Source: an optimization exercise on an open RTL-to-GDS flow (aim: small area and a short achievable clock period). Production flows keep margins and buffers that such runs may drop. In this exercise RTL edits were held to simulation tests only and were not proved equivalent to the original. Power and IR drop assume default switching activity.

## rs108_line_dec
module rs108_line_dec (
    input  wire         clk,
    input  wire         rst,
    input  wire         in_valid,
    input  wire [319:0] in_data,
    input  wire         in_mark_en,
    input  wire [3:0]   in_mark_dev,
    input  wire         in_retry_en,
    input  wire         in_reread,
    output reg          out_valid,
    output reg          out_last,
    output reg  [255:0] out_data,
    output reg  [2:0]   out_kind,
    output reg  [3:0]   out_dev,
    output reg  [3:0]   out_beat
);
clock: 16.5 ns
lec_check: 0
cap_margin: 20
core_margin: 2
core_utilization: 70
slew_margin: 20
standard.sh (not shown) runs the stock make flow with config.mk's settings and CLKGATE_MAP_FILE= SYNTH_SCRIPT=/design/flow/synth_recipe.tcl, a recipe that flattens the netlist after the stock synthesis.
==> flow/flow/run.sh <==
#!/bin/bash
set -euo pipefail
bash standard.sh "BUFFER_PORTS_ARGS=-buffer_cell sky130_fd_sc_hd__buf_1" \
  "SETUP_SLACK_MARGIN=10.5" finish > make.log 2>&1
The starting point finished with timing, DRC and antenna clean.
Edit:
==> flow/flow/run.sh (replaced) <==
#!/bin/bash
set -euo pipefail
bash standard.sh "BUFFER_PORTS_ARGS=-buffer_cell sky130_fd_sc_hd__buf_1" \
  "SETUP_SLACK_MARGIN=10.4" finish > make.log 2>&1
What happened: The changed run ran to the end with no violations. Die area is unchanged. Power fell by a few percent. Flip-flop and latch count does not change. Design area goes down slightly.

rs108_line_dec again, from the RTL that the note above started with.
Settings: LEC_CHECK=0, CAP_MARGIN=20, CORE_MARGIN=2, CORE_UTILIZATION=70, CTS_CLUSTER_SIZE=50, SLEW_MARGIN=20; clock period 16.5 ns.
==> flow/flow/run.sh <==
#!/bin/bash
set -euo pipefail
bash standard.sh "BUFFER_PORTS_ARGS=-buffer_cell sky130_fd_sc_hd__buf_1" \
  "SETUP_SLACK_MARGIN=10.5" finish > make.log 2>&1
Edit:
--- a/flow/config.mk
+++ b/flow/config.mk
@@ -10,3 +10,3 @@
 export CORE_UTILIZATION = 70
-export CTS_CLUSTER_SIZE = 50
+export CTS_CLUSTER_SIZE = 30
 export SLEW_MARGIN = 20
The changed run ran to the end with no violations. Non-clock buffer count is lower by 3. Via count barely changes. Sequential power stays flat. Setup slack is worse by 33 ps. Clock-buffer cell count is lower by 1. Die area stays the same. Wire length hardly moves.
Edit:
--- a/flow/config.mk
+++ b/flow/config.mk
@@ -9,4 +9,3 @@
 export CORE_MARGIN = 2
-export CORE_UTILIZATION = 70
-export CTS_CLUSTER_SIZE = 30
+export CORE_UTILIZATION = 60
 export SLEW_MARGIN = 20
Result:
- The new run completed without violations
- global-route usage is lower by 6.7 points
- die area goes up by 16%
- flip-flop and latch count does not change
- final area rose by 0.67%
- register-to-register slack improves by 70 ps
- first-iteration DRC count went down by 12%
- via count came out lower by 4.8%
Edit:
==> flow/flow/run.sh (replaced) <==
#!/bin/bash
set -euo pipefail
bash standard.sh "BUFFER_PORTS_ARGS=-buffer_cell sky130_fd_sc_hd__buf_2" \
  "SETUP_SLACK_MARGIN=11.5" finish > make.log 2>&1
This time the run aborted during 5_1_grt with DPL-0038.
Synthesized area stays the same.
Synthesized cell count does not change.
Edit:
==> flow/flow/run.sh (replaced) <==
#!/bin/bash
set -euo pipefail
bash standard.sh "BUFFER_PORTS_ARGS=-buffer_cell sky130_fd_sc_hd__buf_2" \
  "SETUP_SLACK_MARGIN=10.5" finish > make.log 2>&1
The changed run produced a clean layout.
Area after synthesis is unchanged.
Synthesized cell count does not change.
Edit:
==> flow/flow/run.sh (replaced) <==
#!/bin/bash
set -euo pipefail
bash standard.sh "BUFFER_PORTS_ARGS=-buffer_cell sky130_fd_sc_hd__buf_1" \
  "SETUP_SLACK_MARGIN=10.5" finish > make.log 2>&1
--- a/flow/config.mk
+++ b/flow/config.mk
@@ -9,3 +9,4 @@
 export CORE_MARGIN = 2
-export CORE_UTILIZATION = 60
+export CORE_UTILIZATION = 70
+export CTS_BUF_LIST = sky130_fd_sc_hd__clkbuf_8
 export SLEW_MARGIN = 20
Clock skew goes up by 15 ps.
Via count came out higher by 5.4%.
Wire length grows by about 2%.
Global-route usage climbs by 5.7 points.
First-iteration DRC count is higher by about 6%.
Worst hold slack is worse by 20 ps.

[separate check: timing with driven ports]
Ports are ideal in the flow. The routed layouts listed here were re-timed in OpenROAD.
Step 1: set_driving_cell puts a clkbuf_16 on clk and a buf_2 on each other input, an assumption about the parent block.
Step 2 moves the port delays by t, midway between the first and last clock arrival at a register: inputs arrive t later, outputs are due t later. That takes back most of the time a late clock gives input paths.
a / b / c = ideal ports / drivers / drivers and shift; a / b = the first two.
| run | t (ns) | slack for setup (ns) | worst setup path after step 2 | slew at the worst register clock pin (ns) |
|---|---|---|---|---|
| the first run of note 1 | 0.626 | 10.416 / 10.357 / 9.958 | input to register | 0.06 / 0.06 |
| the second run of note 1 | 0.625 | 10.326 / 10.268 / 9.884 | input to register | 0.06 / 0.06 |
| the first run of note 2 | 0.634 | 10.449 / 10.390 / 9.871 | input to register | 0.06 / 0.06 |
| the second run of note 2 | 0.626 | 10.416 / 10.357 / 9.958 | input to register | 0.06 / 0.06 |
| the third run of note 2 | 0.625 | 10.421 / 10.362 / 10.020 | input to register | 0.06 / 0.06 |
| the fifth run of note 2 | 0.627 | 10.392 / 10.333 / 9.937 | input to register | 0.06 / 0.06 |
| the sixth run of note 2 | 0.678 | 10.456 / 10.413 / 9.811 | input to register | 0.07 / 0.07 |
After both steps setup and hold are still met in every run listed. For the sixth run of note 2, which loses most, drivers alone change the setup slack by -0.043 ns; drivers and shift together by -0.645 ns.
